Background: an optimization exercise with open tools, aiming at small area, a short achievable clock period and few clock cycles. Do not read the settings as production practice. Only simulation tests tie the RTL to the original design; equivalence was not proved. Power is estimated from default activity; no workload was simulated.

Setup of build 70:
Design mcv_cal, start of the top module:
module mcv_cal (
    input  wire        clk,
    input  wire        rst,
    input  wire        s_valid,
    output wire        s_ready,
    input  wire [1:0]  s_op,       
    input  wire [2:0]  s_conv,
    input  wire [27:0] s_data,
    output reg         o_valid,
    output reg         o_kind,     
    output reg  [2:0]  o_conv,
    output reg  [11:0] o_raw,
    output reg         o_clamp,
    output reg         o_ok,
    output reg  [15:0] o_gain,
    output reg  [11:0] o_offset
);
export LEC_CHECK = 0
export CAP_MARGIN = 20
export CORE_MARGIN = 2
export CORE_UTILIZATION = 40
export SLEW_MARGIN = 20
create_clock -name core_clock -period 12.0 [get_ports {clk}]
standard.sh (not shown) runs the stock make flow with config.mk's settings and CLKGATE_MAP_FILE= SYNTH_SCRIPT=/design/flow/synth_recipe.tcl, a recipe that flattens the netlist after the stock synthesis.
==> flow/flow/run.sh <==
#!/bin/bash
# The standard layout (standard.sh: the standard synthesis and the ORFS
# steps with the standard flow's config.mk and constraint.sdc, unchanged), with two
# changes to how ORFS builds it:
# - repair_timing is asked to leave more setup slack than the default, so
#   that it also shortens paths that already meet the design's clock period;
# - the buffers that ORFS puts on every input and output port are buf_4
#   cells instead of the slow delay cells it picks by default.
set -euo pipefail
bash standard.sh SETUP_SLACK_MARGIN=8.6 \
    "BUFFER_PORTS_ARGS=-buffer_cell sky130_fd_sc_hd__buf_4" finish > run_make.log 2>&1
Every stage of the flow completed for build 70, and the final layout passed the timing, design-rule and antenna checks.
Testbench counts of build 70, summed over its fixed seeds: cycles 19,150.
The inputs of build 85 differ from those of build 70 as listed below.
==> flow/run.sh (new file) <==
#!/bin/bash
# synth_recipe.tcl (not shown) runs the flow's synth.tcl, then flattens the netlist and writes it again
# the make line also repeats each setting of config.mk as NAME=value (left out here)
make -C /OpenROAD-flow-scripts/flow DESIGN_CONFIG=/design/flow/config.mk WORK_HOME=/design/flow/orfs CLKGATE_MAP_FILE= SYNTH_SCRIPT=/design/flow/synth_recipe.tcl finish
removed: flow/flow/run.sh
removed: flow/standard.sh
==> run summary <==
Build 85 against build 70: critical path depth now sits higher; power after layout now sits lower; time the final worst path needs with I/O delays and setup now sits higher. Share of power burned in combinational logic in build 85 is 0.6 points lower than in build 70. Build 85 gives more share of final layout cell area taken by clock buffers and inverters than build 70 did. Build 85 against build 70; wire length of the first global-routing pass is down by a few percent. Half-perimeter wire length after placement went down by a few percent going from build 70 to build 85. Sequential share of layout area, build 70 and build 85, higher one = build 85. Re clock network power share: build 70 and build 85 aren't equal, and the lower value belongs to build 70.
Edits applied to the flow inputs when going from build 85 to build 61:
==> flow/flow/run.sh (new file) <==
#!/bin/bash
# The standard layout (standard.sh: the standard synthesis and the ORFS
# steps with the standard flow's config.mk and constraint.sdc, unchanged), with two
# changes to how ORFS builds it:
# - repair_timing is asked to leave more setup slack than the default, so
#   that it also shortens paths that already meet the design's clock period;
# - the buffers that ORFS puts on every input and output port are buf_4
#   cells instead of the slow delay cells it picks by default.
set -euo pipefail
bash standard.sh SETUP_SLACK_MARGIN=8.5 \
    "BUFFER_PORTS_ARGS=-buffer_cell sky130_fd_sc_hd__buf_4" finish > run_make.log 2>&1
==> flow/standard.sh (new file) <==
#!/bin/bash
# synth_recipe.tcl (not shown) runs the flow's synth.tcl, then flattens the netlist and writes it again
# the make line also repeats each setting of config.mk as NAME=value (left out here)
make -C /OpenROAD-flow-scripts/flow DESIGN_CONFIG=/design/flow/config.mk WORK_HOME=/design/flow/orfs CLKGATE_MAP_FILE= SYNTH_SCRIPT=/design/flow/synth_recipe.tcl "${@:-finish}"
removed: flow/run.sh
==> run summary <==
Global-route wire length before repair deteriorates in build 61 relative to build 85.
Global-route usage ended up 0.30 points higher on build 61 than on build 85.
Total number of nets in the final design ends up lower on build 85.
Build 85 completed every stage of the flow, and the final layout passed the timing, design-rule and antenna checks.
Build 61 completed; timing, DRC and antenna clean
Static leakage (higher): build 61
Going from build 85 to build 61, utilization shows an increase of 0.65 points, via count higher.
The following lists how build 27 was set up differently from build 61:
--- a/flow/flow/run.sh
+++ b/flow/flow/run.sh
@@ -9,3 +9,3 @@
 set -euo pipefail
-bash standard.sh SETUP_SLACK_MARGIN=8.5 \
+bash standard.sh SETUP_SLACK_MARGIN=8.3 \
     "BUFFER_PORTS_ARGS=-buffer_cell sky130_fd_sc_hd__buf_4" finish > run_make.log 2>&1
### Flow results
- Compared with build 61, build 27 shows a higher setup slack after placement.
- [compare] base=build 61 new=build 27: combined global-route utilization of all metal layers down 0.20 points, final design instance area without fill down 820 um^2, number of cells upsized or downsized after cts shrank by 82%.
- Via density per instance ended up 0.027 lower on build 27 than on build 61.
- Build 61 consumes more power than build 27.
- [diff] final critical path time including I/O delays and setup, build 27 relative to build 61: regression
- The sequential share of layout area of build 27 is higher than that of build 61.
- Compared with build 61, build 27 shows a power spent charging and discharging nets that is 0.020 mW lower.
- sky130_fd_sc_hd__dfxtp_1 as the master of the slowest instance on the critical path was reported by build 27, and sky130_fd_sc_hd__dfxtp_2 by build 61.
- A uppermost layer routed of met5 is what build 27 shows, while met4 belongs to build 61.
- | worst setup slack | build 27 vs build 61 | worse |

## separate check: timing with driven ports
The flow's constraints put no driver on any port. The routed layouts listed below were extracted and timed again, unchanged, in two steps. Step 1, drivers: a clkbuf_16 drives clk and a buf_2 each remaining input, both assumed. Step 2 adds t to the input delays and takes it off the output delays; t is the mean of the earliest and latest rising clock arrival at the registers after step 1. Input paths then give back, and output paths get back, about the clock's delay inside the block. Three values: ideal ports, drivers, drivers and shift; two values: the first two.
run	t (ns)	setup WS [ns]	worst setup path at the end	worst slew at a driven data input, ns
build 70	0.736	8.431 / 8.368 / 8.106	input to register	0.08
build 85	0.720	7.845 / 7.836 / 7.649	input to register	0.05
build 61	0.736	8.456 / 8.387 / 8.216	input to register	0.05
build 27	0.727	8.371 / 8.304 / 8.227	input to register	0.04
After both steps every run listed still meets setup and hold. The setup slack of build 70, which loses most, moves by -0.063 ns with the drivers and by -0.325 ns with both steps.
